Source: an optimization exercise on an open RTL-to-GDS flow (aim: small area and a short achievable clock period). Production flows keep margins and buffers that such runs may drop.
Function was checked by simulation only, so behaviour that the tests miss may differ from the original.
Power and IR drop assume default switching activity.

==> flow/design.v (outline; a module is shown in full before it is edited, if it fits) <==
// module tt_fpu: 350 lines
// module lzc128: 52 lines
// module eac76: 33 lines
// module mul24cs: 1021 lines
module tt_fpu (
    input             clk,
    input             rst,
    input             in_valid,
    input      [3:0]  in_op,
    input      [2:0]  in_cond,
    input             in_pred,
    input      [31:0] in_a,
    input      [31:0] in_b,
    input      [31:0] in_d,
    output reg        out_valid,
    output reg [31:0] out_result,
    output reg [3:0]  out_flags
);
  // ...
==> flow/run.sh <==
#!/bin/bash
# synth_recipe.tcl (not shown) runs the flow's synth.tcl, then flattens the netlist and writes it again
# the make line also repeats each setting of config.mk as NAME=value (left out here)
make -C /OpenROAD-flow-scripts/flow DESIGN_CONFIG=/design/flow/config.mk WORK_HOME=/design/flow/orfs CLKGATE_MAP_FILE= SYNTH_SCRIPT=/design/flow/synth_recipe.tcl finish
==> flow/config.mk <==
export PLATFORM = sky130hd
export DESIGN_NAME = tt_fpu
export DESIGN_NICKNAME = tt_fpu
export VERILOG_FILES = /design/flow/design.v
export SDC_FILE = /design/flow/constraint.sdc
export NUM_CORES = 4
export LEC_CHECK = 0
export ABC_CLOCK_PERIOD_IN_PS = 20000
export CAP_MARGIN = 20
export CORE_MARGIN = 2
export CORE_UTILIZATION = 30
export SETUP_SLACK_MARGIN = 1.0
export SLEW_MARGIN = 20
==> flow/constraint.sdc <==
create_clock -name core_clock -period 25.0 [get_ports {clk}]
set_input_delay 5.0000 -clock core_clock [delete_from_list [all_inputs] [get_ports {clk}]]
set_output_delay 5.0000 -clock core_clock [all_outputs]
set_load 0.01 [all_outputs]
==> notes.md, run 1 <==
Reg power frac=16.4%; Root Buffer Master=sky130_fd_sc_hd__clkbuf_16; run status=no timing/DRC/antenna violations; number of antenna-violating nets in the routed design=0; top layer reached by signal wires=met5; number of pins exceeding their max-slew limit in the final report=0; commonest cells after routing, fill and taps aside=sky130_fd_sc_hd__inv_1 (896), sky130_fd_sc_hd__fa_1 (532), sky130_fd_sc_hd__dfxtp_1 (465); relative contribution of combinational cells to total power=73.8%; Clock-cell share=3.37%; max capacitance violation total=0; final cell utilization of the core=33.3%; P per Cell Area=155 mW/mm^2; critical path's slowest cell=sky130_fd_sc_hd__a2111oi_1; combinational family with the most area after synthesis=adder cells; multiplexer share of the synthesized area=7.24%; Comb group=0.00627 W; number of synthesized flops with an enable pin=0; crit path from=a0[24]; worst setup path category=reg2reg; post-route worst setup slack=17.51 ns; multi-input gates=4160; total negative slack for setup checks=0 ns; setup repair after global routing missed its margin=no; end point of the critical path=aw1[10]; GR met1 Demand/Resource=29.5%; Worst Hold Depth=0; min cycle time layout=7.49 ns; most area-hungry cell type in the Yosys netlist=sky130_fd_sc_hd__fa_1; share of total power in the clock network=9.8%; simple-gate share of the synthesized area=18.1%; count of instances resized after the clock tree is built=0; insertion delay of the later-clocked pin in the worst-skew pair=0.69 ns
==> module tt_fpu, before the edit <==
module tt_fpu (
    input             clk,
    input             rst,
    input             in_valid,
    input      [3:0]  in_op,
    input      [2:0]  in_cond,
    input             in_pred,
    input      [31:0] in_a,
    input      [31:0] in_b,
    input      [31:0] in_d,
    output reg        out_valid,
    output reg [31:0] out_result,
    output reg [3:0]  out_flags
);
    localparam [3:0] OP_FADD  = 4'h1;
    localparam [3:0] OP_FSUB  = 4'h2;
    localparam [3:0] OP_FMUL  = 4'h3;
    localparam [3:0] OP_FMA   = 4'h4;
    localparam [3:0] OP_FMS   = 4'h5;
    localparam [3:0] OP_FMIN  = 4'h6;
    localparam [3:0] OP_FMAX  = 4'h7;
    localparam [3:0] OP_FABS  = 4'h8;
    localparam [3:0] OP_FNEG  = 4'h9;
    localparam [3:0] OP_FCVTI = 4'hA;
    localparam [3:0] OP_FCVTF = 4'hB;
    localparam [3:0] OP_FCMP  = 4'hC;
    localparam [3:0] OP_FSEL  = 4'hF;
    localparam [3:0] F_INVALID   = 4'd1;
    localparam [3:0] F_OVERFLOW  = 4'd4;
    localparam [3:0] F_UNDERFLOW = 4'd8;
    localparam [31:0] QNAN = 32'h7FC0_0000;
    localparam [1:0] K_ARITH = 2'd0;    
    localparam [1:0] K_CVTF  = 2'd1;    
    localparam [1:0] K_SIMPLE = 2'd2;   
    wire in_addsub = (in_op == OP_FADD) || (in_op == OP_FSUB);
    reg        v0;
    reg [3:0]  op0;
    reg [2:0]  cond0;
    reg        pred0;
    reg [31:0] a0, y0, z0;
    always @(posedge clk) begin
        if (rst)
            v0 <= 1'b0;
        else
            v0 <= in_valid;
        op0   <= in_op;
        cond0 <= in_cond;
        pred0 <= in_pred;
        a0    <= in_a;
        y0    <= in_addsub ? 32'h3F80_0000 : in_b;
        z0    <= in_addsub ? in_b : in_d;
    end
    wire is_fma   = (op0 == OP_FADD) || (op0 == OP_FSUB) || (op0 == OP_FMUL) ||
                    (op0 == OP_FMA) || (op0 == OP_FMS);
    wire is_cvti  = (op0 == OP_FCVTI);
    wire is_cvtf  = (op0 == OP_FCVTF);
    wire is_fmul  = (op0 == OP_FMUL);
    wire [31:0] b0 = y0;
    wire [7:0] ea = a0[30:23];
    wire [7:0] ey = y0[30:23];
    wire [7:0] ez = z0[30:23];
    wire a_zero = (ea == 8'h00);
    wire y_zero = (ey == 8'h00);
    wire a_max  = (ea == 8'hFF);
    wire y_max  = (ey == 8'hFF);
    wire z_max  = (ez == 8'hFF);
    wire a_fz   = (a0[22:0] == 23'd0);
    wire y_fz   = (y0[22:0] == 23'd0);
    wire z_fz   = (z0[22:0] == 23'd0);
    wire a_nan  = a_max && !a_fz;
    wire b_nan  = y_max && !y_fz;
    wire a_snan = a_nan && !a0[22];
    wire b_snan = b_nan && !y0[22];
    wire b_zero = y_zero;
    wire [31:0] a_fl = a_zero ? {a0[31], 31'd0} : a0;
    wire [31:0] b_fl = b_zero ? {b0[31], 31'd0} : b0;
    wire mag_lt = (a_fl[30:0] <  b_fl[30:0]);
    wire mag_eq = (a_fl[30:0] == b_fl[30:0]);
    wire both_zero = a_zero && b_zero;
    wire key_lt = (a_fl[31] != b_fl[31]) ? a_fl[31] :
                  (a_fl[31] ? (!mag_lt && !mag_eq) : mag_lt);
    wire key_eq = (a_fl[31] == b_fl[31]) && mag_eq;
    reg [31:0] sp_res;
    reg [3:0]  sp_flags;
    reg        cmp_bit;
    wire       cmp_eq = both_zero || key_eq;
    wire       cmp_lt = !cmp_eq && key_lt;
    always @* begin
        cmp_bit = 1'b0;
        case (cond0)
            3'd0:    cmp_bit = cmp_eq;
            3'd1:    cmp_bit = !cmp_eq;
            3'd2:    cmp_bit = cmp_lt;
            3'd3:    cmp_bit = !cmp_lt;
            default: cmp_bit = 1'b0;
        endcase
        sp_res   = 32'd0;
        sp_flags = 4'd0;
        case (op0)
            OP_FMIN, OP_FMAX: begin
                sp_flags = (a_snan || b_snan) ? F_INVALID : 4'd0;
                if (a_nan && b_nan)
                    sp_res = QNAN;
                else if (a_nan)
                    sp_res = b_fl;
                else if (b_nan)
                    sp_res = a_fl;
                else if (op0[0])    
                    sp_res = (!key_lt) ? a_fl : b_fl;
                else
                    sp_res = (key_lt || key_eq) ? a_fl : b_fl;
            end
            OP_FABS, OP_FNEG: begin
                if (a_nan)
                    sp_res = QNAN;
                else
                    sp_res = {(op0[0] ? ~a_fl[31] : 1'b0), a_fl[30:0]};
            end
            OP_FCMP: begin
                if (a_nan || b_nan) begin
                    sp_res   = {31'd0, (cond0 == 3'd1) || (cond0 == 3'd4)};
                    sp_flags = (a_snan || b_snan || cond0 == 3'd2 || cond0 == 3'd3) ? F_INVALID : 4'd0;
                end else begin
                    sp_res   = {31'd0, cmp_bit};
                end
            end
            default: begin    
                sp_res = pred0 ? a0 : b0;
            end
        endcase
    end
    wire z_zero = is_fmul || (ez == 8'h00);
    wire z_inf  = !is_fmul && z_max && z_fz;
    wire z_nan  = !is_fmul && z_max && !z_fz;
    wire x_inf  = a_max && a_fz;
    wire y_inf  = y_max && y_fz;
    wire any_nan  = a_nan || b_nan || z_nan;
    wire any_snan = a_snan || b_snan || (z_nan && !z0[22]);
    wire zs = is_fmul || (z0[31] ^ (op0 == OP_FSUB));
    wire ps = a0[31] ^ y0[31] ^ (op0 == OP_FMS);
    wire p_zero = a_zero || y_zero;
    reg [1:0] spec;
    reg       spec_s;
    reg       spec_inv;
    always @* begin
        spec = 2'd0; spec_s = 1'b0; spec_inv = 1'b0;
        if (any_nan) begin
            spec = 2'd1; spec_inv = any_snan;
        end else if ((x_inf && y_zero) || (y_inf && a_zero)) begin
            spec = 2'd1; spec_inv = 1'b1;
        end else if ((x_inf || y_inf) && z_inf && (ps != zs)) begin
            spec = 2'd1; spec_inv = 1'b1;
        end else if (x_inf || y_inf) begin
            spec = 2'd2; spec_s = ps;
        end else if (z_inf) begin
            spec = 2'd2; spec_s = zs;
        end
    end
    wire [47:0] pr_s, pr_c;
    mul24cs u_mul (.x({1'b1, a0[22:0]}), .y({1'b1, y0[22:0]}), .s(pr_s), .c(pr_c));
    wire use_p = is_fma && !p_zero;
    wire cvti_neg = is_cvti && a0[31];
    wire signed [10:0] sh_fma = $signed({3'd0, ea}) + $signed({3'd0, ey}) -
                                $signed({3'd0, ez}) - 11'sd100;
    wire signed [10:0] sh_cvf = 11'sd181 - $signed({3'd0, ea});
    wire clamp = p_zero || (!z_zero && sh_fma[10]);
    wire signed [10:0] sh_sel = is_cvtf ? sh_cvf : (clamp ? 11'sd0 : sh_fma);
    wire [6:0] sh = sh_sel[10] ? 7'd0 : ((sh_sel > 11'sd127) ? 7'd127 : sh_sel[6:0]);
    wire [23:0] mz = is_cvtf ? (a_zero ? 24'd0 : {1'b1, a0[22:0]}) :
                     ((is_fma && !z_zero) ? {1'b1, z0[22:0]} : 24'd0);
    wire [74:0] al_w = {mz, 51'd0} >> sh;
    reg         al_st;
    integer     j;
    always @* begin
        al_st = 1'b0;
        for (j = 0; j < 24; j = j + 1)
            if (mz[j] && ({4'd0, sh} > 11'd51 + j))
                al_st = 1'b1;
    end
    wire [74:0] aw = al_w |
                     {74'd0, al_st} |
                     (is_cvti ? {43'd0, a0} : 75'd0) |
                     ((is_fma || is_cvti || is_cvtf) ? 75'd0 : {39'd0, sp_flags, sp_res});
    wire signed [10:0] ew0 = is_cvti ? 11'sd0 :
                             clamp ? ($signed({3'd0, ez}) - 11'sd201) :
                                     ($signed({3'd0, ea}) + $signed({3'd0, ey}) - 11'sd301);
    wire cf_nan = a_nan;
    wire cf_sat = !a_nan && ((ea > 8'd158) || ((ea == 8'd158) && (!a0[31] || !a_fz)));
    reg        v1;
    reg [1:0]  kind1;
    reg [47:0] ps1r, pc1r;
    reg [74:0] aw1;
    reg        sub1;
    reg        zs1, ps1, zsps1;
    reg signed [10:0] ew1;
    reg [1:0]  spec1;
    reg        spec_s1, spec_inv1;
    reg        cf_s1, cf_nan1, cf_sat1;
    always @(posedge clk) begin
        if (rst)
            v1 <= 1'b0;
        else
            v1 <= v0;
        kind1     <= (is_fma || is_cvti) ? K_ARITH : (is_cvtf ? K_CVTF : K_SIMPLE);
        ps1r      <= use_p ? pr_s : {16'd0, cvti_neg, 31'd0};
        pc1r      <= use_p ? pr_c : 48'd0;
        aw1       <= aw;
        sub1      <= is_fma ? (zs != ps) : cvti_neg;
        zs1       <= is_cvti ? a0[31] : zs;
        ps1       <= is_cvti ? a0[31] : ps;
        zsps1     <= is_cvti ? 1'b0 : (zs && ps);
        ew1       <= ew0;
        spec1     <= is_fma ? spec : 2'd0;
        spec_s1   <= spec_s;
        spec_inv1 <= spec_inv;
        cf_s1     <= a0[31];
        cf_nan1   <= cf_nan;
        cf_sat1   <= cf_sat;
    end
    wire [75:0] r_s = {27'd0, ps1r, 1'b0};
    wire [75:0] r_c = {27'd0, pc1r, 1'b0};
    wire [75:0] r_z = sub1 ? ~{1'b0, aw1} : {1'b0, aw1};
    wire [75:0] cs_s = r_s ^ r_c ^ r_z;
    wire [75:0] cs_c = {(r_s[74:0] & r_c[74:0]) | (r_s[74:0] & r_z[74:0]) | (r_c[74:0] & r_z[74:0]), 1'b0};
    wire [75:0] sum;
    wire        cout;
    eac76 u_add (.a(cs_s), .b(cs_c), .eac(sub1), .s(sum), .cout(cout));
    wire        neg = sub1 && !cout;
    wire [74:0] mag = sum[74:0];
    wire        rs  = neg ? zs1 : ps1;
    reg        v2;
    reg [1:0]  kind2;
    reg [74:0] mag2;
    reg        rs2, zsps2;
    reg signed [10:0] ew2;
    reg [1:0]  spec2;
    reg        spec_s2, spec_inv2;
    reg        cf_s2, cf_nan2, cf_sat2;
    always @(posedge clk) begin
        if (rst)
            v2 <= 1'b0;
        else
            v2 <= v1;
        kind2     <= kind1;
        mag2      <= mag;
        rs2       <= rs;
        zsps2     <= zsps1;
        ew2       <= ew1;
        spec2     <= spec1;
        spec_s2   <= spec_s1;
        spec_inv2 <= spec_inv1;
        cf_s2     <= cf_s1;
        cf_nan2   <= cf_nan1;
        cf_sat2   <= cf_sat1;
    end
    wire [6:0] lz;
    wire       nz;
    lzc128 u_lzc (.x({mag2, 53'd0}), .cnt(lz), .any(nz));
    wire [74:0] norm = mag2 << lz;
    wire [74:0] hi_or;    
    genvar q;
    generate
        for (q = 0; q < 75; q = q + 1) begin : ho
            assign hi_or[q] = |mag2[74:q];
        end
    endgenerate
    wire st3 = |(mag2[49:0] & hi_or[74:25]);
    wire signed [10:0] e_lead = ew2 + 11'sd74 - $signed({4'd0, lz});
    wire [31:0] ci  = mag2[51:20];
    wire        crb = mag2[19];
    wire        cst = |mag2[18:0];
    wire        cr  = crb && (cst || ci[0]);
    wire [31:0] cv  = (cf_s2 ? ~ci : ci) + {31'd0, cf_s2 ? !cr : cr};
    reg  [35:0] cf_x;
    always @* begin
        if (cf_nan2)
            cf_x = {F_INVALID, 32'd0};
        else if (cf_sat2)
            cf_x = {F_INVALID, cf_s2 ? 32'h8000_0000 : 32'h7FFF_FFFF};
        else
            cf_x = {4'd0, cv};
    end
    reg        v3;
    reg        ar3;
    reg [35:0] x3;
    reg        st3r, nz3, rs3, zsps3;
    reg [1:0]  spec3;
    reg        spec_s3, spec_inv3;
    always @(posedge clk) begin
        if (rst)
            v3 <= 1'b0;
        else
            v3 <= v2;
        ar3       <= (kind2 == K_ARITH);
        case (kind2)
            K_ARITH: x3 <= {e_lead, norm[74:50]};
            K_CVTF:  x3 <= cf_x;
            default: x3 <= mag2[35:0];
        endcase
        st3r      <= st3;
        nz3       <= nz;
        rs3       <= rs2;
        zsps3     <= zsps2;
        spec3     <= spec2;
        spec_s3   <= spec_s2;
        spec_inv3 <= spec_inv2;
    end
    wire signed [10:0] e3 = x3[35:25];
    wire [23:0] m24 = x3[24:1];
    wire        rb  = x3[0];
    wire        inc = rb && (st3r || m24[0]);
    wire [24:0] rnd = {1'b0, m24} + {24'd0, inc};
    wire signed [10:0] e_res = e3 + $signed({10'd0, rnd[24]});
    reg [31:0] ar_res;
    reg [3:0]  ar_flags;
    always @* begin
        if (spec3 == 2'd1) begin
            ar_res = QNAN;
            ar_flags = spec_inv3 ? F_INVALID : 4'd0;
        end else if (spec3 == 2'd2) begin
            ar_res = {spec_s3, 31'h7F80_0000};
            ar_flags = 4'd0;
        end else if (!nz3) begin
            ar_res = {zsps3, 31'd0};
            ar_flags = 4'd0;
        end else if (e_res > 11'sd127) begin
            ar_res = {rs3, 31'h7F80_0000};
            ar_flags = F_OVERFLOW;
        end else if (e_res < -11'sd126) begin
            ar_res = {rs3, 31'd0};
            ar_flags = F_UNDERFLOW;
        end else begin
            ar_res = {rs3, e_res[7:0] + 8'd127, rnd[24] ? 23'd0 : rnd[22:0]};
            ar_flags = 4'd0;
        end
    end
    always @(posedge clk) begin
        if (rst)
            out_valid <= 1'b0;
        else
            out_valid <= v3;
        if (ar3) begin
            out_result <= ar_res;
            out_flags  <= ar_flags;
        end else begin
            out_result <= x3[31:0];
            out_flags  <= x3[35:32];
        end
    end
endmodule
==> run 2: changes to the inputs <==
--- a/flow/design.v
+++ b/flow/design.v
@@ -161,25 +161,36 @@
     wire use_p = is_fma && !p_zero;
     wire cvti_neg = is_cvti && a0[31];
-    wire signed [10:0] sh_fma = $signed({3'd0, ea}) + $signed({3'd0, ey}) -
-                                $signed({3'd0, ez}) - 11'sd100;
-    wire signed [10:0] sh_cvf = 11'sd181 - $signed({3'd0, ea});
-    wire clamp = p_zero || (!z_zero && sh_fma[10]);
-    wire signed [10:0] sh_sel = is_cvtf ? sh_cvf : (clamp ? 11'sd0 : sh_fma);
-    wire [6:0] sh = sh_sel[10] ? 7'd0 : ((sh_sel > 11'sd127) ? 7'd127 : sh_sel[6:0]);
+    wire [10:0] t1 = {3'd0, ea};
+    wire [10:0] t2 = {3'd0, ey};
+    wire [10:0] t3 = ~{3'd0, ez};
+    wire [10:0] t4 = 11'd1949;    
+    wire [10:0] u1 = t1 ^ t2 ^ t3;
+    wire [10:0] u2 = {(t1[9:0] & t2[9:0]) | (t1[9:0] & t3[9:0]) | (t2[9:0] & t3[9:0]), 1'b0};
+    wire [10:0] w1 = u1 ^ u2 ^ t4;
+    wire [10:0] w2 = {(u1[9:0] & u2[9:0]) | (u1[9:0] & t4[9:0]) | (u2[9:0] & t4[9:0]), 1'b0};
+    wire [10:0] sh_fma = w1 + w2;
+    wire [10:0] sh_cvf = 11'd181 - {3'd0, ea};
+    wire [10:0] sh_x = is_cvtf ? sh_cvf : sh_fma;
+    wire sh_neg = sh_x[10];
+    wire sh_big = !sh_x[10] && (sh_x[9:0] >= 10'd75);
+    wire clamp = is_cvtf ? sh_neg : (p_zero || (!z_zero && sh_neg));
     wire [23:0] mz = is_cvtf ? (a_zero ? 24'd0 : {1'b1, a0[22:0]}) :
                      ((is_fma && !z_zero) ? {1'b1, z0[22:0]} : 24'd0);
-    wire [74:0] al_w = {mz, 51'd0} >> sh;
-    reg         al_st;
+    wire [74:0] al_sh = {mz, 51'd0} >> sh_x[6:0];
+    wire [74:0] al_w = clamp ? {mz, 51'd0} : (sh_big ? 75'd0 : al_sh);
+    reg         al_lo;
     integer     j;
     always @* begin
-        al_st = 1'b0;
-        for (j = 0; j < 24; j = j + 1)
-            if (mz[j] && ({4'd0, sh} > 11'd51 + j))
-                al_st = 1'b1;
+        al_lo = 1'b0;
+        for (j = 0; j < 23; j = j + 1)
+            if (mz[j] && (sh_x[6:0] > 7'd51 + j))
+                al_lo = 1'b1;
     end
-    wire [74:0] aw = al_w |
+    wire al_st = !clamp && (sh_big ? (mz != 24'd0) : al_lo);
+    wire [74:0] aw_p = al_w |
                      {74'd0, al_st} |
                      (is_cvti ? {43'd0, a0} : 75'd0) |
                      ((is_fma || is_cvti || is_cvtf) ? 75'd0 : {39'd0, sp_flags, sp_res});
+    wire sub_p = is_fma ? (zs != ps) : cvti_neg;
     wire signed [10:0] ew0 = is_cvti ? 11'sd0 :
                              clamp ? ($signed({3'd0, ez}) - 11'sd201) :
@@ -190,5 +201,5 @@
     reg [1:0]  kind1;
     reg [47:0] ps1r, pc1r;
-    reg [74:0] aw1;
+    reg [74:0] aw1;     
     reg        sub1;
     reg        zs1, ps1, zsps1;
@@ -205,6 +216,6 @@
         ps1r      <= use_p ? pr_s : {16'd0, cvti_neg, 31'd0};
         pc1r      <= use_p ? pr_c : 48'd0;
-        aw1       <= aw;
-        sub1      <= is_fma ? (zs != ps) : cvti_neg;
+        aw1       <= sub_p ? ~aw_p : aw_p;
+        sub1      <= sub_p;
         zs1       <= is_cvti ? a0[31] : zs;
         ps1       <= is_cvti ? a0[31] : ps;
@@ -220,5 +231,5 @@
     wire [75:0] r_s = {27'd0, ps1r, 1'b0};
     wire [75:0] r_c = {27'd0, pc1r, 1'b0};
-    wire [75:0] r_z = sub1 ? ~{1'b0, aw1} : {1'b0, aw1};
+    wire [75:0] r_z = {sub1, aw1};
     wire [75:0] cs_s = r_s ^ r_c ^ r_z;
     wire [75:0] cs_c = {(r_s[74:0] & r_c[74:0]) | (r_s[74:0] & r_z[74:0]) | (r_c[74:0] & r_z[74:0]), 1'b0};
--- a/flow/config.mk
+++ b/flow/config.mk
@@ -9,5 +9,6 @@
 export CAP_MARGIN = 20
 export CORE_MARGIN = 2
-export CORE_UTILIZATION = 30
+export CORE_UTILIZATION = 55
+export PLACE_DENSITY = 0.65
 export SETUP_SLACK_MARGIN = 1.0
 export SLEW_MARGIN = 20
==> notes.md, run 2 <==
cell area after technology mapping=0.0480 sq mm (was 0.0496 sq mm); post-synthesis cell count=5535 (was 5948); Clock H-tree levels=2 (unchanged); gpl congestion=1.09 (was 0.974); switching part of the total power=51.4% (was 55.2%); ys flop type=sky130_fd_sc_hd__dfxtp_1 (unchanged); count of final hold-check violations=0 (unchanged); min cycle time layout=6.56 ns (was 7.49 ns); longest individual stage delay on the worst path=0.58 ns (was 0.93 ns); slew of the pin with the lowest slew margin=1.34 ns (was 1.21 ns); most common cell in the synthesized netlist=sky130_fd_sc_hd__inv_1 (unchanged); total routed wirelength=187000 um (was 191000 um); critical path's slowest cell=sky130_fd_sc_hd__clkdlybuf4s50_1 (was sky130_fd_sc_hd__a2111oi_1); Power Internal=0.00312 W (was 0.00381 W); commonest cells after routing, fill and taps aside=sky130_fd_sc_hd__inv_1 (726), sky130_fd_sc_hd__fa_1 (540), sky130_fd_sc_hd__dfxtp_1 (467) (was sky130_fd_sc_hd__inv_1 (896), sky130_fd_sc_hd__fa_1 (532), sky130_fd_sc_hd__dfxtp_1 (465)); Reg power frac=21.8% (was 16.4%); layout cell share with drive strength beyond 1=6.45% (was 6.02%); clock buffers created by TritonCTS=54 (unchanged); most area-hungry cell type in the Yosys netlist=sky130_fd_sc_hd__fa_1 (unchanged); # IOs=144 (unchanged); leakage power total=23.5 nW (was 23.8 nW); number of global-route vias before repair=42100 (was 43600); average size of a mapped cell=8.67 sq um (was 8.34 sq um); final net count=6299 (was 6648); setup repair after global routing missed its margin=no (unchanged); M2 GR Usage=63.8% (was 34.7%); NetSw=0.00330 W (was 0.00468 W); chain of cells forming the critical path=clkdlybuf4s50_1 (was ha_1, a21o_1, a21oi_1, o21bai_1, a21oi_1, o21bai_1, a21oi_1, xnor2_1, inv_1, ha_1, inv_1, ha_1, nor3b_1, a311oi_1, o311ai_1, a2111oi_1, a211o_1, mux2i_1, mux2i_1, o21ai_0, a21boi_0, o2111ai_1); wire length of the first global-routing pass=278000 um (was 285000 um); final routed wire length divided by cell count=28.0 um (was 23.7 um); Post-synth top cells=sky130_fd_sc_hd__inv_1 (729), sky130_fd_sc_hd__fa_1 (540), sky130_fd_sc_hd__dfxtp_1 (477) (was sky130_fd_sc_hd__inv_1 (897), sky130_fd_sc_hd__fa_1 (532), sky130_fd_sc_hd__dfxtp_1 (477)); GR met1 Demand/Resource=51.6% (was 29.5%); hold_buf cts=0 (unchanged); number of placement rows=108 (was 149); DRC violations left=0 (unchanged); maximum fanout along the worst path=1 (was 19); Period Utilization, post-route=26.3% (was 30.0%); post-CTS setup repair buffer count=0 (unchanged); run status=no timing/DRC/antenna violations (unchanged); Initial Util=55.4% (was 30.1%); distinct cell type count after synthesis=102 (was 104); Synth Warn #=2 (unchanged); relative contribution of combinational cells to total power=64.3% (was 73.8%); Die Outline Area=0.0897 sq mm (was 0.169 sq mm); final cell utilization of the core=60.6% (was 33.3%); number of placed instances with taps included=6582 (was 7985); flip-flop and latch count after synthesis=477 (unchanged); number of buffers and inverters on the critical path=1 (was 2); Overall Power=0.00642 W (was 0.00849 W); max capacitance violation total=0 (unchanged); y dimension of the die=299 um (was 411 um); Synthesized Nets=6344 (was 6744); global routing usage summed across all routing layers=42.0% (was 22.2%); insertion delay of the later-clocked pin in the worst-skew pair=0.67 ns (was 0.69 ns); iteration count of the initial detailed-routing pass=9 (unchanged); detailed placer's ending HPWL=138000 um (was 143000 um); met3 layer usage reported by global route=12.1% (was 4.15%); Chip Width=299 um (was 411 um); floorplan core area=0.0866 sq mm (was 0.165 sq mm); Setup Viol. Count Final=0 (unchanged); peak supply drop=0.0000891 V (was 0.000170 V); P per Cell Area=122 mW/mm^2 (was 155 mW/mm^2); Initial DRC Count=4697 (was 5145); CTS tree=yes (unchanged); largest delay contributor family on the critical path=buffers and inverters (was compound AO/OA/AOI/OAI gates); signal arrival time at the worst endpoint=1.56 ns (was 7.98 ns); Max Fclk=152 MHz (was 133 MHz); worst setup path category=reg2out (was reg2reg); Async SR Flop Fraction=0% (unchanged); clock transition at the registers of the reported paths=0.06 ns (about the same); remaining max-slew budget at the tightest pin=10.5% (was 18.7%); count of instances resized after the clock tree is built=0 (unchanged); residual overflow from global routing=0 (unchanged); Root Buffer Master=sky130_fd_sc_hd__clkbuf_16 (unchanged); layout overhead on the synthesized area=9.28% (was 10.6%); number of synthesized flops with an enable pin=0 (unchanged); Setup crit start kind=register (unchanged); worst-case clock buffer depth=3 (unchanged); most common cell after layout, fill and taps aside=sky130_fd_sc_hd__inv_1 (unchanged); total negative slack for setup checks=0 ns (unchanged); Post-Layout Cell Count=6692 (was 8085); number of sinks driven by the clock tree=477 (unchanged); share of total power in the clock network=13.9% (was 9.8%); Worst Hold Margin=0.325 ns (was 0.326 ns); critical path endpoint category=primary output (was register); sequential fraction of the synthesis area=19.9% (was 19.3%); number of pins exceeding their max-slew limit in the final report=0 (unchanged); maximum clock skew at final layout=0.0746 ns (was 0.0504 ns); initial antenna violation count=13 (was 7); class of the worst hold path=reg2reg (unchanged); most used routing layer in global routing=met2 (unchanged); data required time of the critical path=20.00 ns (was 25.48 ns); top cell type's share of synthesized area=22.5% (was 21.5%); Vias=42200 (was 44000); Vias/cell=6.31 (was 5.44); largest registers in the final layout=aw1: 75 flops, mag2: 75 flops, ps1r: 47 flops (unchanged); maximum number of pins on one net before global-route repair=65 (was 89); count of input and output buffers=143 (unchanged); number of antenna-violating nets in the routed design=0 (unchanged); ranking of synthesized cells by area=sky130_fd_sc_hd__fa_1 (23%), sky130_fd_sc_hd__dfxtp_1 (20%), sky130_fd_sc_hd__mux2i_1 (6.3%), sky130_fd_sc_hd__and2_1 (5.8%), sky130_fd_sc_hd__inv_1 (5.7%) (was sky130_fd_sc_hd__fa_1 (21%), sky130_fd_sc_hd__dfxtp_1 (19%), sky130_fd_sc_hd__inv_1 (6.8%), sky130_fd_sc_hd__and2_1 (5.8%), sky130_fd_sc_hd__mux2i_1 (5.0%))
[run 2: changes by cell type after synthesis, sizes merged, moves of 14 or more]
cell    before  now
nand3      120   77
a21oi      246  179
clkbuf     321  262
inv        901  733
nor3        88   64
nand2      459  445
nand2b      43   26
o22ai       61   97
o31ai       51   28
o211ai      53   32
mux2i      247  310
xnor2      197  238
mux2        87   58
[run 2: power groups by stage]
stage / registers (W) / logic (W) / clock network (W)
final: 0.00140 / 0.00412 / 0.000893
after floorplan: 0.00117 / 0.00271 / 0
after global routing: 0.00141 / 0.00445 / 0.000937
after detailed placement: 0.00139 / 0.00392 / 0
after CTS: 0.00137 / 0.00393 / 0.000905
after global placement: 0.00139 / 0.00389 / 0
[run 2: final timing paths]
kind / from / endpoint / slack (ns) / depth (start not counted)
max: out_result[16] / out_result[16] / 18.44 / 1
min: spec2[1] / spec3[1] / 0.33 / 0
max reg2reg: a0[24] / aw1[5] / 18.44 / 17
min reg2reg: spec2[1] / spec3[1] / 0.33 / 0
[run 2: area by class of cell]
class / count / area (sq um)
Antenna cell: 2 / 5.00
Inverter: 743 / 2790
Timing Repair Buffer: 249 / 2250
Sequential cell: 477 / 9560
Fill cell: 7651 / 34200
Multi-Input combinational cell: 3965 / 34400
Clock buffer: 69 / 1500
Clock inverter: 32 / 543
Tap cell: 1155 / 1450
[run 2: metal layers]
| metal | vias to the layer above | wire length [um] |
|---|---|---|
| li1 | 18300 | - |
| met1 | 20600 | 68800 |
| met2 | 2619 | 81600 |
| met3 | 741 | 20800 |
| met4 | 12 | 16100 |
| met5 | - | 77 |
[run 2: logic make-up after synthesis]
logic type	share of synthesized area [%]
AO/OA/AOI/OAI	13.6
XOR/XNOR	5.38
flip-flops	19.9
buffers and inverters	8.83
AND/OR/NAND/NOR	17.6
multiplexers	8.02
adder cells (fa/ha/maj)	26.7
[run 2: per-stage QoR]
stage	cell area [sq um]	setup slack (ns)
floorplan	48000	18.66
global placement	50300	17.91
detailed placement	50300	17.92
CTS	52300	18.41
global route	52500	18.25
finish	52500	18.44
==> run 3: changes to the inputs <==
==> flow/flow/run.sh (new file) <==
#!/bin/bash
# Layout flow: the standard layout (standard synthesis, same settings),
# with two changes to how the layout is made:
#  - timing repair aims for a setup slack of SETUP_MARGIN ns at the design's
#    clock period, so the repair steps size up and buffer the critical paths
#    (the clock period and constraints are unchanged);
#  - the port buffers are sky130_fd_sc_hd__buf_2 cells instead of the
#    default choice (a delay buffer).
# Each tool's full output goes to standard.log in the work folder.
set -euo pipefail
SETUP_MARGIN=19.6
bash standard.sh "SETUP_SLACK_MARGIN=${SETUP_MARGIN}" \
    "BUFFER_PORTS_ARGS=-buffer_cell sky130_fd_sc_hd__buf_2" \
    finish > standard.log 2>&1
==> flow/standard.sh (new file) <==
#!/bin/bash
# synth_recipe.tcl (not shown) runs the flow's synth.tcl, then flattens the netlist and writes it again
# the make line also repeats each setting of config.mk as NAME=value (left out here)
make -C /OpenROAD-flow-scripts/flow DESIGN_CONFIG=/design/flow/config.mk WORK_HOME=/design/flow/orfs CLKGATE_MAP_FILE= SYNTH_SCRIPT=/design/flow/synth_recipe.tcl "${@:-finish}"
--- a/flow/config.mk
+++ b/flow/config.mk
@@ -11,4 +11,3 @@
 export CORE_UTILIZATION = 55
 export PLACE_DENSITY = 0.65
-export SETUP_SLACK_MARGIN = 1.0
 export SLEW_MARGIN = 20
removed: flow/run.sh
==> notes.md, run 3 <==
wire length on met2=77700 um (was 81600 um); # IOs=144 (unchanged); clock buffers created by TritonCTS=56 (was 54); Initial DRC Count=4659 (was 4697); Chip Width=299 um (unchanged); floorplan core area=0.0866 sq mm (unchanged); Synth Warn #=2 (unchanged); Hold Startpoint=ew1[6] (was spec2[1]); chain of cells forming the critical path=buf_2 (was clkdlybuf4s50_1); longest individual stage delay on the worst path=0.31 ns (was 0.58 ns); worst setup path category=reg2out (unchanged); CTS tree=yes (unchanged); relative contribution of combinational cells to total power=63.4% (was 64.3%); clock transition at the registers of the reported paths=0.06 ns (about the same); total routed wirelength=180000 um (was 187000 um); slew of the pin with the lowest slew margin=1.09 ns (was 1.34 ns); Initial Util=55.4% (unchanged); arithmetic-cell share of the synthesized area counting full adders, half adders and majority gates=26.7% (unchanged); xor/xnor cell area share of the yosys netlist=5.38% (unchanged); layout overhead on the synthesized area=9.34% (was 9.28%); final net count=6333 (was 6299); final routed wire length divided by cell count=26.7 um (was 28.0 um); Root Buffer Master=sky130_fd_sc_hd__clkbuf_16 (unchanged); number of synthesized flops with an enable pin=0 (unchanged); Setup crit start kind=register (unchanged); Max Fclk=165 MHz (was 152 MHz); peak supply drop=0.000106 V (was 0.0000891 V); number of stages on the worst setup path=1 (unchanged); critical path endpoint category=primary output (unchanged); number of global-route vias before repair=41400 (was 42100); Vias=42300 (was 42200); switching part of the total power=50.5% (was 51.4%); maximum number of pins on one net before global-route repair=71 (was 65); maximum clock skew at final layout=0.0563 ns (was 0.0746 ns); total negative slack for setup checks=0 ns (unchanged); P per Cell Area=119 mW/mm^2 (was 122 mW/mm^2); count of input and output buffers=143 (unchanged); setup repair after global routing missed its margin=yes (was no); FF-to-FF End=aw1[32] (was aw1[5]); count of final hold-check violations=0 (unchanged); Period Utilization, post-route=24.3% (was 26.3%); top cell type's share of synthesized area=22.5% (unchanged); worst-case clock buffer depth=3 (unchanged); top layer reached by signal wires=met5 (unchanged); share of the synthesized area in compound gates (AO/OA/AOI/OAI)=13.6% (unchanged); run status=no timing/DRC/antenna violations (unchanged); startpoint of the most critical register-to-register path=op0[0] (was a0[24]); Setup Viol. Count Final=0 (unchanged); ranking of synthesized cells by area=sky130_fd_sc_hd__fa_1 (23%), sky130_fd_sc_hd__dfxtp_1 (20%), sky130_fd_sc_hd__mux2i_1 (6.3%), sky130_fd_sc_hd__and2_1 (5.8%), sky130_fd_sc_hd__inv_1 (5.7%) (unchanged); sequential fraction of the synthesis area=19.9% (unchanged); gpl congestion=1.09 (about the same); remaining max-slew budget at the tightest pin=26.6% (was 10.5%); share of total power in the clock network=14.3% (was 13.9%); Power Internal=0.00310 W (was 0.00312 W); class of the worst hold path=reg2reg (unchanged); minimum setup slack among reg-to-reg paths=19.62 ns (was 18.44 ns); combinational family with the most area after synthesis=adder cells (unchanged); data required time of the critical path=20.00 ns (about the same); fill count=7717 (was 7651); most common cell in the synthesized netlist=sky130_fd_sc_hd__inv_1 (unchanged); number of placement rows=108 (unchanged); cell area after technology mapping=0.0480 sq mm (unchanged); most common cell after layout, fill and taps aside=sky130_fd_sc_hd__inv_1 (unchanged); global routing usage summed across all routing layers=39.6% (was 42.0%); min cycle time layout=6.08 ns (was 6.56 ns); residual overflow from global routing=0 (unchanged); y dimension of the die=299 um (unchanged); routed length on met3=19300 um (was 20800 um); number of buffers and inverters on the critical path=1 (unchanged); number of cells traversed by the worst register-to-register path=12 (was 17); ys flop type=sky130_fd_sc_hd__dfxtp_1 (unchanged); leakage power total=23.8 nW (was 23.5 nW); Async SR Flop Fraction=0% (unchanged); Clock H-tree levels=2 (unchanged); number of antenna-violating nets in the routed design=0 (unchanged); initial antenna violation count=10 (was 13); maximum fanout along the worst path=1 (unchanged); multiplexer share of the synthesized area=8.02% (unchanged); insertion delay of the later-clocked pin in the worst-skew pair=0.66 ns (was 0.67 ns); distinct cell type count after synthesis=102 (unchanged); largest registers in the final layout=aw1: 75 flops, mag2: 75 flops, ps1r: 47 flops (unchanged); iteration count of the initial detailed-routing pass=9 (unchanged); Post-Route M1 WL=69400 um (was 68800 um); crit path from=out_result[9] (was out_result[16]); area taken by flip-flops and latches=0.00961 sq mm (was 0.00956 sq mm); post-route cell area=0.0525 sq mm (about the same); detailed placer's ending HPWL=131000 um (was 138000 um); end point of the critical path=out_result[9] (was out_result[16]); post-synthesis cell count=5535 (unchanged); max capacitance violation total=0 (unchanged); Worst Hold Margin=0.322 ns (was 0.325 ns); simple-gate share of the synthesized area=17.6% (unchanged); layout cell share with drive strength beyond 1=10.9% (was 6.45%); signal arrival time at the worst endpoint=1.08 ns (was 1.56 ns); average size of a mapped cell=8.67 sq um (unchanged); critical path's slowest cell=sky130_fd_sc_hd__dfxtp_2 (was sky130_fd_sc_hd__clkdlybuf4s50_1); wire length of the first global-routing pass=266000 um (was 278000 um); number of pins exceeding their max-slew limit in the final report=0 (unchanged); Vias/cell=6.28 (was 6.31); commonest cells after routing, fill and taps aside=sky130_fd_sc_hd__inv_1 (722), sky130_fd_sc_hd__fa_1 (540), sky130_fd_sc_hd__and2_1 (446) (was sky130_fd_sc_hd__inv_1 (726), sky130_fd_sc_hd__fa_1 (540), sky130_fd_sc_hd__dfxtp_1 (467)); Post-synth top cells=sky130_fd_sc_hd__inv_1 (729), sky130_fd_sc_hd__fa_1 (540), sky130_fd_sc_hd__dfxtp_1 (477) (unchanged); NetSw=0.00317 W (was 0.00330 W); final cell utilization of the core=60.6% (about the same); flip-flop and latch count after synthesis=477 (unchanged); DRC violations left=0 (unchanged); Reg power frac=22.3% (was 21.8%); Die Outline Area=0.0897 sq mm (unchanged); Synthesized Nets=6344 (unchanged); number of sinks driven by the clock tree=477 (unchanged); most area-hungry cell type in the Yosys netlist=sky130_fd_sc_hd__fa_1 (unchanged); area of combinational cells with multiple inputs=0.0347 sq mm (was 0.0344 sq mm); instance area at placement=0.0496 sq mm (was 0.0503 sq mm); largest delay contributor family on the critical path=flip-flops (was buffers and inverters)
## run 3: cell counts after synthesis
No cell type changed its count.
## run 3: per-layer routing
metal	vias up	track usage [%]
li1	18400	-
met1	20600	51.9
met2	2602	60.9
met3	668	9.05
met4	6	22.1
met5	-	0
## run 3: area by class of cell
type | instances | area share (%)
diodes | 6 | 0.0286
clock buffers | 70 | 2.94
clock inverters | 35 | 0.973
inverters | 743 | 5.36
multi-input cells | 3973 | 66.2
flip-flops and latches | 477 | 18.3
well taps | 1155 | 2.75
repair buffers | 273 | 3.46
## run 3: through the flow
step	setup slack [ns]	total power [W]	std cells
after global routing	18.87	0.00666	6726
after CTS	18.88	0.00607	6695
after global placement	18.26	0.00509	6580
final	18.92	0.00627	6732
after floorplan	18.90	0.00389	5535
after detailed placement	18.28	0.00514	6580
## run 3: logic make-up (layout without fill, tap and decap cells)
kind of cell	Yosys count	count (layout)
compound gates	957	958
simple gates	1641	1648
fa+ha+maj	702	702
flops	477	477
buf+inv	1093	1121
xor+xnor	295	295
other cells	0	6
mux	370	370
## run 3: power groups by stage
stage	clock [W]	sequential, W	combinational, W
after global placement	0	0.00137	0.00372
after detailed placement	0	0.00137	0.00377
after CTS	0.000907	0.00136	0.00380
final	0.000894	0.00140	0.00398
after global routing	0.000937	0.00140	0.00432
after floorplan	0	0.00117	0.00271
## run 3: worst min path at each step
stage,end,slack [ns],depth (start not counted)
2_1_floorplan,cf_nan2,0.31,0
3_3_place_gp,cf_s2,0.31,0
3_5_place_dp,zsps2,0.31,0
4_1_cts,ew2[6],0.32,0
5_1_grt,zsps2,0.33,0
6_report,ew2[6],0.32,0
## run 3: timing repair
| item | CTS | global route |
|---|---|---|
| pin swaps | 8 | 16 |
| gates cloned | 6 | 2 |
| hold buffers | 0 | 0 |
| gates resized for setup | 56 | 78 |
| endpoints found under the setup margin | 187 | 166 |
| buffers inserted | 4 | 29 |
==> run 4: changes to the inputs <==
--- a/flow/design.v
+++ b/flow/design.v
@@ -73,19 +73,19 @@
     wire b_snan = b_nan && !y0[22];
     wire b_zero = y_zero;
-    wire [31:0] a_fl = a_zero ? {a0[31], 31'd0} : a0;
-    wire [31:0] b_fl = b_zero ? {b0[31], 31'd0} : b0;
-    wire mag_lt = (a_fl[30:0] <  b_fl[30:0]);
-    wire mag_eq = (a_fl[30:0] == b_fl[30:0]);
+    wire sa = a0[31];
+    wire sb = b0[31];
+    wire is_minmax = (op0 == OP_FMIN) || (op0 == OP_FMAX);
+    wire is_absneg = (op0 == OP_FABS) || (op0 == OP_FNEG);
+    wire is_cmp    = (op0 == OP_FCMP);
+    wire is_sel    = (op0 == OP_FSEL);
     wire both_zero = a_zero && b_zero;
-    wire key_lt = (a_fl[31] != b_fl[31]) ? a_fl[31] :
-                  (a_fl[31] ? (!mag_lt && !mag_eq) : mag_lt);
-    wire key_eq = (a_fl[31] == b_fl[31]) && mag_eq;
-    reg [31:0] sp_res;
-    reg [3:0]  sp_flags;
-    reg        cmp_bit;
-    wire       cmp_eq = both_zero || key_eq;
-    wire       cmp_lt = !cmp_eq && key_lt;
+    wire mag_lt = !both_zero && (a0[30:0] <  b0[30:0]);
+    wire mag_eq =  both_zero || (a0[30:0] == b0[30:0]);
+    wire key_lt = (sa != sb) ? sa : (sa ? (!mag_lt && !mag_eq) : mag_lt);
+    wire key_eq = (sa == sb) && mag_eq;
+    wire cmp_eq = both_zero || key_eq;
+    wire cmp_lt = !cmp_eq && key_lt;
+    reg  cmp_bit;
     always @* begin
-        cmp_bit = 1'b0;
         case (cond0)
             3'd0:    cmp_bit = cmp_eq;
@@ -95,39 +95,20 @@
             default: cmp_bit = 1'b0;
         endcase
-        sp_res   = 32'd0;
-        sp_flags = 4'd0;
-        case (op0)
-            OP_FMIN, OP_FMAX: begin
-                sp_flags = (a_snan || b_snan) ? F_INVALID : 4'd0;
-                if (a_nan && b_nan)
-                    sp_res = QNAN;
-                else if (a_nan)
-                    sp_res = b_fl;
-                else if (b_nan)
-                    sp_res = a_fl;
-                else if (op0[0])    
-                    sp_res = (!key_lt) ? a_fl : b_fl;
-                else
-                    sp_res = (key_lt || key_eq) ? a_fl : b_fl;
-            end
-            OP_FABS, OP_FNEG: begin
-                if (a_nan)
-                    sp_res = QNAN;
-                else
-                    sp_res = {(op0[0] ? ~a_fl[31] : 1'b0), a_fl[30:0]};
-            end
-            OP_FCMP: begin
-                if (a_nan || b_nan) begin
-                    sp_res   = {31'd0, (cond0 == 3'd1) || (cond0 == 3'd4)};
-                    sp_flags = (a_snan || b_snan || cond0 == 3'd2 || cond0 == 3'd3) ? F_INVALID : 4'd0;
-                end else begin
-                    sp_res   = {31'd0, cmp_bit};
-                end
-            end
-            default: begin    
-                sp_res = pred0 ? a0 : b0;
-            end
-        endcase
     end
+    wire cmp_res = (a_nan || b_nan) ? ((cond0 == 3'd1) || (cond0 == 3'd4)) : cmp_bit;
+    wire cmp_inv = (a_nan || b_nan) && (a_snan || b_snan || cond0 == 3'd2 || cond0 == 3'd3);
+    wire mm_a = b_nan || (!a_nan && (op0[0] ? !key_lt : (key_lt || key_eq)));
+    wire sel_a = (is_minmax && !a_nan && mm_a) || (is_absneg && !a_nan) || (is_sel && pred0);
+    wire sel_b = (is_minmax && !b_nan && !mm_a) || (is_sel && !pred0);
+    wire sel_q = (is_minmax && a_nan && b_nan) || (is_absneg && a_nan);
+    wire keep_a = is_sel || !a_zero;
+    wire keep_b = is_sel || !b_zero;
+    wire sign_a = is_absneg ? (op0[0] && !sa) : sa;
+    wire [31:0] sp_res = {(sel_a && sign_a) || (sel_b && sb),
+                          ((sel_a && keep_a) ? a0[30:0] : 31'd0) |
+                          ((sel_b && keep_b) ? b0[30:0] : 31'd0) |
+                          (sel_q ? QNAN[30:0] : 31'd0) |
+                          {30'd0, is_cmp && cmp_res}};
+    wire [3:0]  sp_flags = ((is_minmax && (a_snan || b_snan)) || (is_cmp && cmp_inv)) ? F_INVALID : 4'd0;
     wire z_zero = is_fmul || (ez == 8'h00);
     wire z_inf  = !is_fmul && z_max && z_fz;
@@ -191,5 +172,5 @@
                      {74'd0, al_st} |
                      (is_cvti ? {43'd0, a0} : 75'd0) |
-                     ((is_fma || is_cvti || is_cvtf) ? 75'd0 : {39'd0, sp_flags, sp_res});
+                     {39'd0, sp_flags, sp_res};
     wire sub_p = is_fma ? (zs != ps) : cvti_neg;
     wire signed [10:0] ew0 = is_cvti ? 11'sd0 :
@@ -268,5 +249,11 @@
     wire       nz;
     lzc128 u_lzc (.x({mag2, 53'd0}), .cnt(lz), .any(nz));
-    wire [74:0] norm = mag2 << lz;
+    wire [74:0] n6 = lz[6] ? {mag2[10:0], 64'd0} : mag2;
+    wire [74:0] n5 = lz[5] ? {n6[42:0], 32'd0} : n6;
+    wire [74:0] n4 = lz[4] ? {n5[58:0], 16'd0} : n5;
+    wire [74:0] n3 = lz[3] ? {n4[66:0], 8'd0} : n4;
+    wire [74:0] n2 = lz[2] ? {n3[70:0], 4'd0} : n3;
+    wire [74:0] n1 = lz[1] ? {n2[72:0], 2'd0} : n2;
+    wire [74:0] norm = lz[0] ? {n1[73:0], 1'd0} : n1;
     wire [74:0] hi_or;    
     genvar q;
--- a/flow/config.mk
+++ b/flow/config.mk
@@ -9,5 +9,7 @@
 export CAP_MARGIN = 20
 export CORE_MARGIN = 2
-export CORE_UTILIZATION = 55
-export PLACE_DENSITY = 0.65
+export CORE_UTILIZATION = 62
+export CTS_CLUSTER_DIAMETER = 100
+export CTS_CLUSTER_SIZE = 32
+export PLACE_DENSITY = 0.7
 export SLEW_MARGIN = 20
==> notes.md, run 4 <==
worst setup path category=reg2out (unchanged); post-route cell area=0.0488 sq mm (was 0.0525 sq mm); Synth Warn #=2 (unchanged); post-synthesis cell count=5303 (was 5535); Post-synth top cells=sky130_fd_sc_hd__inv_1 (747), sky130_fd_sc_hd__fa_1 (540), sky130_fd_sc_hd__dfxtp_1 (477) (was sky130_fd_sc_hd__inv_1 (729), sky130_fd_sc_hd__fa_1 (540), sky130_fd_sc_hd__dfxtp_1 (477)); Async SR Flop Fraction=0% (unchanged); CTS tree=yes (unchanged); P per Cell Area=109 mW/mm^2 (was 119 mW/mm^2); detailed placer's ending HPWL=126000 um (was 131000 um); Root Buffer Master=sky130_fd_sc_hd__clkbuf_16 (unchanged); top cell type's share of synthesized area=23.8% (was 22.5%); Setup Viol. Count Final=0 (unchanged); chain of cells forming the critical path=buf_6 (was buf_2); cell area after technology mapping=0.0454 sq mm (was 0.0480 sq mm); Power Internal=0.00257 W (was 0.00310 W); most area-hungry cell type in the Yosys netlist=sky130_fd_sc_hd__fa_1 (unchanged); signal arrival time at the worst endpoint=1.08 ns (about the same); maximum number of pins on one net before global-route repair=49 (was 71); switching part of the total power=51.8% (was 50.5%); layout cell share with drive strength beyond 1=10.4% (was 10.9%); Reg power frac=26.5% (was 22.3%); count of final hold-check violations=0 (unchanged); DRC violations left=0 (unchanged); most used routing layer in global routing=met2 (unchanged); number of synthesized flops with an enable pin=0 (unchanged); share of total power in the clock network=9.7% (was 14.3%); layout overhead on the synthesized area=7.50% (was 9.34%); flip-flop and latch count after synthesis=477 (unchanged); met3 layer usage reported by global route=15.2% (was 9.05%); Synthesized Nets=6133 (was 6344); initial antenna violation count=6 (was 10); Clock H-tree levels=1 (was 2); total negative slack for setup checks=0 ns (unchanged); count of input and output buffers=143 (unchanged); number of pins exceeding their max-slew limit in the final report=0 (unchanged); insertion delay of the later-clocked pin in the worst-skew pair=0.65 ns (was 0.66 ns); # IOs=144 (unchanged); maximum fanout along the worst path=1 (unchanged); average size of a mapped cell=8.56 sq um (was 8.67 sq um); post-route worst setup slack=18.92 ns (about the same); data required time of the critical path=20.00 ns (about the same); Initial Util=62.4% (was 55.4%); global routing usage summed across all routing layers=45.1% (was 39.6%); Overall Power=0.00534 W (was 0.00627 W); floorplan core area=0.0727 sq mm (was 0.0866 sq mm); run status=no timing/DRC/antenna violations (unchanged); min cycle time layout=6.08 ns (about the same); class of the worst hold path=reg2reg (unchanged); number of sinks driven by the clock tree=477 (unchanged); y dimension of the die=275 um (was 299 um); most common cell after layout, fill and taps aside=sky130_fd_sc_hd__inv_1 (unchanged); number of antenna-violating nets in the routed design=0 (unchanged); DP Worst Slack=18.28 ns (about the same); Vias/cell=6.49 (was 6.28); sequential fraction of the synthesis area=21.0% (was 19.9%); iteration count of the initial detailed-routing pass=9 (unchanged); commonest cells after routing, fill and taps aside=sky130_fd_sc_hd__inv_1 (739), sky130_fd_sc_hd__fa_1 (539), sky130_fd_sc_hd__nor2_1 (462) (was sky130_fd_sc_hd__inv_1 (722), sky130_fd_sc_hd__fa_1 (540), sky130_fd_sc_hd__and2_1 (446)); leakage power total=21.8 nW (was 23.8 nW); largest registers in the final layout=aw1: 75 flops, mag2: 75 flops, ps1r: 47 flops (unchanged); wire length of the first global-routing pass=251000 um (was 266000 um); final net count=6128 (was 6333); Chip Width=275 um (was 299 um); slew of the pin with the lowest slew margin=1.15 ns (was 1.09 ns); Setup crit start kind=register (unchanged); ranking of synthesized cells by area=sky130_fd_sc_hd__fa_1 (24%), sky130_fd_sc_hd__dfxtp_1 (21%), sky130_fd_sc_hd__inv_1 (6.2%), sky130_fd_sc_hd__ha_1 (5.0%), sky130_fd_sc_hd__xnor2_1 (4.8%) (was sky130_fd_sc_hd__fa_1 (23%), sky130_fd_sc_hd__dfxtp_1 (20%), sky130_fd_sc_hd__mux2i_1 (6.3%), sky130_fd_sc_hd__and2_1 (5.8%), sky130_fd_sc_hd__inv_1 (5.7%)); NetSw=0.00276 W (was 0.00317 W); most common cell in the synthesized netlist=sky130_fd_sc_hd__inv_1 (unchanged); peak supply drop=0.000109 V (was 0.000106 V); total routed wirelength=172000 um (was 180000 um); number of buffers and inverters on the critical path=1 (unchanged); number of placement rows=99 (was 108); remaining max-slew budget at the tightest pin=23.1% (was 26.6%); hold_buf cts=0 (unchanged); residual overflow from global routing=0 (unchanged); Vias=40800 (was 42300); Die Outline Area=0.0754 sq mm (was 0.0897 sq mm); longest individual stage delay on the worst path=0.34 ns (was 0.31 ns); Period Utilization, post-route=24.3% (about the same); worst-case clock buffer depth=3 (unchanged); Max Fclk=164 MHz (was 165 MHz); distinct cell type count after synthesis=91 (was 102); final routed wire length divided by cell count=27.4 um (was 26.7 um); gpl congestion=1.05 (was 1.09); critical path's slowest cell=sky130_fd_sc_hd__dfxtp_2 (unchanged); largest delay contributor family on the critical path=flip-flops (unchanged); number of global-route vias before repair=39400 (was 41400); clock buffers created by TritonCTS=25 (was 56); clock transition at the registers of the reported paths=0.11 ns (was 0.06 ns); maximum clock skew at final layout=0.0518 ns (was 0.0563 ns); instance area at placement=0.0469 sq mm (was 0.0496 sq mm); max capacitance violation total=0 (unchanged); Initial DRC Count=5346 (was 4659); critical path endpoint category=primary output (unchanged); setup repair after global routing missed its margin=yes (unchanged); M2 GR Usage=65.8% (was 60.9%); minimum setup slack among reg-to-reg paths=19.66 ns (was 19.62 ns); GR met1 Demand/Resource=58.2% (was 51.9%); relative contribution of combinational cells to total power=63.8% (was 63.4%); ys flop type=sky130_fd_sc_hd__dfxtp_1 (unchanged)
==> run 4: worst paths after layout <==
kind / start / end / cells past startpoint
setup / recovery: out_flags[1] / out_flags[1] / 1
setup reg to reg: a0[30] / aw1[30] / 13
hold / removal: spec_inv2 / spec_inv3 / 0
hold reg to reg: spec_inv2 / spec_inv3 / 0
==> run 4: logic make-up after synthesis <==
| kind of cell | synth area share (%) |
|---|---|
| multiplexers | 3.49 |
| AO/OA/AOI/OAI | 14.4 |
| AND/OR/NAND/NOR | 17.2 |
| XOR/XNOR | 6.04 |
| adder cells (fa/ha/maj) | 28.9 |
| buffers and inverters | 9.01 |
| flip-flops | 21.0 |
==> run 4: power by group through the flow <==
stage	logic [W]	clock network [W]	registers [W]
2_1_floorplan	0.00233	0	0.00116
3_3_place_gp	0.00315	0	0.00139
3_5_place_dp	0.00323	0	0.00139
4_1_cts	0.00326	0.000526	0.00137
5_1_grt	0.00373	0.000553	0.00142
6_report	0.00340	0.000519	0.00141
==> run 4: routing by layer <==
| metal | vias up | wire [um] |
|---|---|---|
| met2 | 2971 | 72600 |
| met4 | 17 | 12300 |
| met5 | - | 256 |
| met3 | 719 | 23900 |
| li1 | 17400 | - |
| met1 | 19600 | 63200 |
==> run 4: timing repair <==
| action | in CTS | in global routing |
|---|---|---|
| setup endpoints to repair | 196 | 174 |
| pin swaps | 8 | 25 |
| gates resized for setup | 44 | 127 |
| buffers inserted | 6 | 23 |
| hold endpoints to repair | 0 | 0 |
| cloned | 6 | 1 |
==> run 4: layout make-up <==
cell class / count / area, sq um
Sequential cell: 477 / 9600
Fill cell: 5918 / 23900
Clock inverter: 16 / 295
Timing Repair Buffer: 272 / 1860
Antenna cell: 4 / 10.0
Multi-Input combinational cell: 3762 / 32300
Inverter: 760 / 2900
Clock buffer: 28 / 657
Tap cell: 959 / 1200
==> run 4: per-stage QoR <==
stage,util [%],instances,hold slack [ns]
after floorplan,-,5303,0.310
after global placement,64.5,6194,0.310
after detailed placement,64.5,6194,0.312
after CTS,66.2,6250,0.338
after global routing,67.1,6275,0.342
final,67.1,6278,0.337
==> run 5: changes to the inputs <==
--- a/flow/config.mk
+++ b/flow/config.mk
@@ -9,7 +9,5 @@
 export CAP_MARGIN = 20
 export CORE_MARGIN = 2
-export CORE_UTILIZATION = 62
-export CTS_CLUSTER_DIAMETER = 100
-export CTS_CLUSTER_SIZE = 32
-export PLACE_DENSITY = 0.7
+export CORE_UTILIZATION = 55
+export PLACE_DENSITY = 0.65
 export SLEW_MARGIN = 20
==> notes.md, run 5 <==
Synthesized Nets=6133 (unchanged); clock buffers created by TritonCTS=54 (was 25); Die Outline Area=0.0848 sq mm (was 0.0754 sq mm); Setup Viol. Count Final=0 (unchanged); count of final hold-check violations=0 (unchanged); top cell type's share of synthesized area=23.8% (unchanged); longest individual stage delay on the worst path=0.33 ns (was 0.34 ns); Async SR Flop Fraction=0% (unchanged); leakage power total=22.3 nW (was 21.8 nW); detailed placer's ending HPWL=126000 um (about the same); Clock H-tree levels=2 (was 1); Hold Startpoint=ew1[6] (was spec_inv2); final routed wire length divided by cell count=27.0 um (was 27.4 um); area of combinational cells with multiple inputs=0.0321 sq mm (was 0.0323 sq mm); count of input and output buffers=143 (unchanged); initial antenna violation count=6 (unchanged); instance area at placement=0.0471 sq mm (was 0.0469 sq mm); number of antenna-violating nets in the routed design=0 (unchanged); data required time of the critical path=20.00 ns (about the same); largest delay contributor family on the critical path=flip-flops (unchanged); chain of cells forming the critical path=buf_6 (unchanged); FF-to-FF End=aw1[21] (was aw1[30]); number of cells traversed by the worst register-to-register path=13 (unchanged); class of the worst hold path=reg2reg (unchanged); post-synthesis cell count=5303 (unchanged); setup repair after global routing missed its margin=yes (unchanged); WHS Endpoint=ew2[6] (was spec_inv3); Root Buffer Master=sky130_fd_sc_hd__clkbuf_16 (unchanged); number of placement rows=105 (was 99); average size of a mapped cell=8.56 sq um (unchanged); startpoint of the most critical register-to-register path=y0[18] (was a0[30]); critical path endpoint category=primary output (unchanged); floorplan core area=0.0818 sq mm (was 0.0727 sq mm); layout overhead on the synthesized area=9.82% (was 7.50%); gpl congestion=1.05 (about the same); maximum fanout along the worst path=1 (unchanged); CTS tree=yes (unchanged); cell area after technology mapping=0.0454 sq mm (unchanged); remaining max-slew budget at the tightest pin=17.7% (was 23.1%); final net count=6163 (was 6128); Overall Power=0.00562 W (was 0.00534 W); Setup crit start kind=register (unchanged); antenna cells=0 (was 4); most common cell after layout, fill and taps aside=sky130_fd_sc_hd__inv_1 (unchanged); fill count=7330 (was 5918); Worst Hold Depth=0 (unchanged); max capacitance violation total=0 (unchanged); post-route cell area=0.0498 sq mm (was 0.0488 sq mm); most area-hungry cell type in the Yosys netlist=sky130_fd_sc_hd__fa_1 (unchanged); slew of the pin with the lowest slew margin=1.23 ns (was 1.15 ns); global routing usage summed across all routing layers=40.6% (was 45.1%); Initial Util=55.5% (was 62.4%); Initial DRC Count=4859 (was 5346); number of global-route vias before repair=39600 (was 39400); number of buffers and inverters on the critical path=1 (unchanged); sequential fraction of the synthesis area=21.0% (unchanged); worst setup path category=reg2out (unchanged); total negative slack for setup checks=0 ns (unchanged); number of pins exceeding their max-slew limit in the final report=0 (unchanged); y dimension of the die=291 um (was 275 um); number of synthesized flops with an enable pin=0 (unchanged); flip-flop and latch count after synthesis=477 (unchanged); Vias=40400 (was 40800); ys flop type=sky130_fd_sc_hd__dfxtp_1 (unchanged); peak supply drop=0.0000779 V (was 0.000109 V); clock transition at the registers of the reported paths=0.06 ns (was 0.11 ns); number of sinks driven by the clock tree=477 (unchanged); Post-synth top cells=sky130_fd_sc_hd__inv_1 (747), sky130_fd_sc_hd__fa_1 (540), sky130_fd_sc_hd__dfxtp_1 (477) (unchanged); minimum setup slack among reg-to-reg paths=19.64 ns (was 19.66 ns); P per Cell Area=113 mW/mm^2 (was 109 mW/mm^2); worst-case clock buffer depth=3 (unchanged); maximum clock skew at final layout=0.0420 ns (was 0.0518 ns); maximum number of pins on one net before global-route repair=68 (was 49); Period Utilization, post-route=24.4% (was 24.3%); critical path's slowest cell=sky130_fd_sc_hd__dfxtp_1 (was sky130_fd_sc_hd__dfxtp_2); min cycle time layout=6.09 ns (was 6.08 ns); Vias/cell=6.26 (was 6.49); ranking of synthesized cells by area=sky130_fd_sc_hd__fa_1 (24%), sky130_fd_sc_hd__dfxtp_1 (21%), sky130_fd_sc_hd__inv_1 (6.2%), sky130_fd_sc_hd__ha_1 (5.0%), sky130_fd_sc_hd__xnor2_1 (4.8%) (unchanged); Max Fclk=164 MHz (about the same); distinct cell type count after synthesis=91 (unchanged); area taken by flip-flops and latches=0.00958 sq mm (was 0.00960 sq mm); signal arrival time at the worst endpoint=1.09 ns (was 1.08 ns); layout cell share with drive strength beyond 1=11.0% (was 10.4%); final cell utilization of the core=60.9% (was 67.1%); Synth Warn #=2 (unchanged); run status=no timing/DRC/antenna violations (unchanged); commonest cells after routing, fill and taps aside=sky130_fd_sc_hd__inv_1 (744), sky130_fd_sc_hd__fa_1 (539), sky130_fd_sc_hd__nor2_1 (466) (was sky130_fd_sc_hd__inv_1 (739), sky130_fd_sc_hd__fa_1 (539), sky130_fd_sc_hd__nor2_1 (462)); iteration count of the initial detailed-routing pass=9 (unchanged); residual overflow from global routing=0 (unchanged); wire length of the first global-routing pass=256000 um (was 251000 um); DRC violations left=0 (unchanged); most common cell in the synthesized netlist=sky130_fd_sc_hd__inv_1 (unchanged); total routed wirelength=174000 um (was 172000 um); largest registers in the final layout=aw1: 75 flops, mag2: 75 flops, ps1r: 47 flops (unchanged); insertion delay of the later-clocked pin in the worst-skew pair=0.66 ns (was 0.65 ns); Chip Width=291 um (was 275 um); # IOs=144 (unchanged)
## run 5: kinds of logic after synthesis
kind of cell / share of synthesized area [%]
AOI/OAI and AO/OA: 14.4
DFF: 21.0
and+or+nand+nor: 17.2
adders and majority gates: 28.9
buffers and inverters: 9.01
xor gates and xnor gates: 6.04
muxes: 3.49
## run 5: cell type report
class | instances | area share (%)
multi-input cells | 3755 | 64.4
clock inverters | 29 | 0.783
repair inverters | 1 | 0.0100
well taps | 1070 | 2.69
clock buffers | 71 | 3.02
inverters | 760 | 5.78
repair buffers | 284 | 4.08
flip-flops and latches | 477 | 19.2
## run 5: what timing repair did
| action | 4_1_cts | 5_1_grt |
|---|---|---|
| setup buffers | 5 | 21 |
| hold buffers | 0 | 0 |
| gates cloned | 7 | 1 |
| resized for setup | 63 | 63 |
| pin swaps | 20 | 11 |
| setup endpoints to repair | 249 | 220 |
| endpoints found under the hold margin | 0 | 0 |
## run 5: worst max path at each step
stage	start	end	slack, ns	cells after the start
after floorplan	in_op[1]	z0[10]	18.90	5
after global placement	in_op[0]	z0[0]	18.51	5
after detailed placement	in_op[0]	z0[14]	18.51	5
after CTS	out_flags[2]	out_flags[2]	18.87	1
after global routing	out_result[13]	out_result[13]	18.87	1
final	out_flags[2]	out_flags[2]	18.91	1
## run 5: power by group
part / switching [W] / total (W) / leakage, nW / internal, W
Sequential: 0.000366 / 0.00138 / 3.98 / 0.00101
Combinational: 0.00207 / 0.00340 / 17.4 / 0.00133
Clock: 0.000354 / 0.000845 / 0.925 / 0.000492
## run 5: per-layer routing
| metal | share of wire, % | vias up | GRT usage, % |
|---|---|---|---|
| met4 | 6.6 | 4 | 22.1 |
| met3 | 12 | 657 | 11.7 |
| met2 | 42 | 2657 | 60.0 |
| li1 | - | 17500 | - |
| met5 | 0.014 | - | 0 |
| met1 | 39 | 19600 | 53.6 |
## run 5: metrics by stage
step / std cells / hold WS, ns / setup slack [ns]
finish: 6447 / 0.313 / 18.91
global route: 6447 / 0.309 / 18.87
CTS: 6425 / 0.294 / 18.87
detailed placement: 6313 / 0.312 / 18.51
global placement: 6313 / 0.311 / 18.51
floorplan: 5303 / 0.310 / 18.90

re-timing with driven ports:
How much do the figures lean on ideal ports? The routed layouts below were timed once more, with nothing changed but the port constraints. Step 1: set_driving_cell puts a clkbuf_16 on clk and a buf_2 on each other input, an assumption about the parent block. Step 2 times the ports against the registers' clock, not the clock port: input delays grow and output delays shrink by t, the midpoint of the rising clock arrivals with the driver on. Slacks: no drivers / after step 1 / after step 2; pairs: no drivers / after step 1.
run	t (ns)	slack for setup (ns)	cell pins on the clock port's net
run 1	0.742	17.508 / 17.508 / 17.508	1
run 2	0.700	18.437 / 18.367 / 18.224	1
run 3	0.701	18.924 / 18.858 / 18.776	1
run 4	0.704	18.918 / 18.842 / 18.553	1
run 5	0.716	18.908 / 18.833 / 18.541	1
After both steps setup and hold are still met in every run listed. For run 5, which loses most, drivers alone change the setup slack by -0.075 ns; drivers and shift together by -0.367 ns.
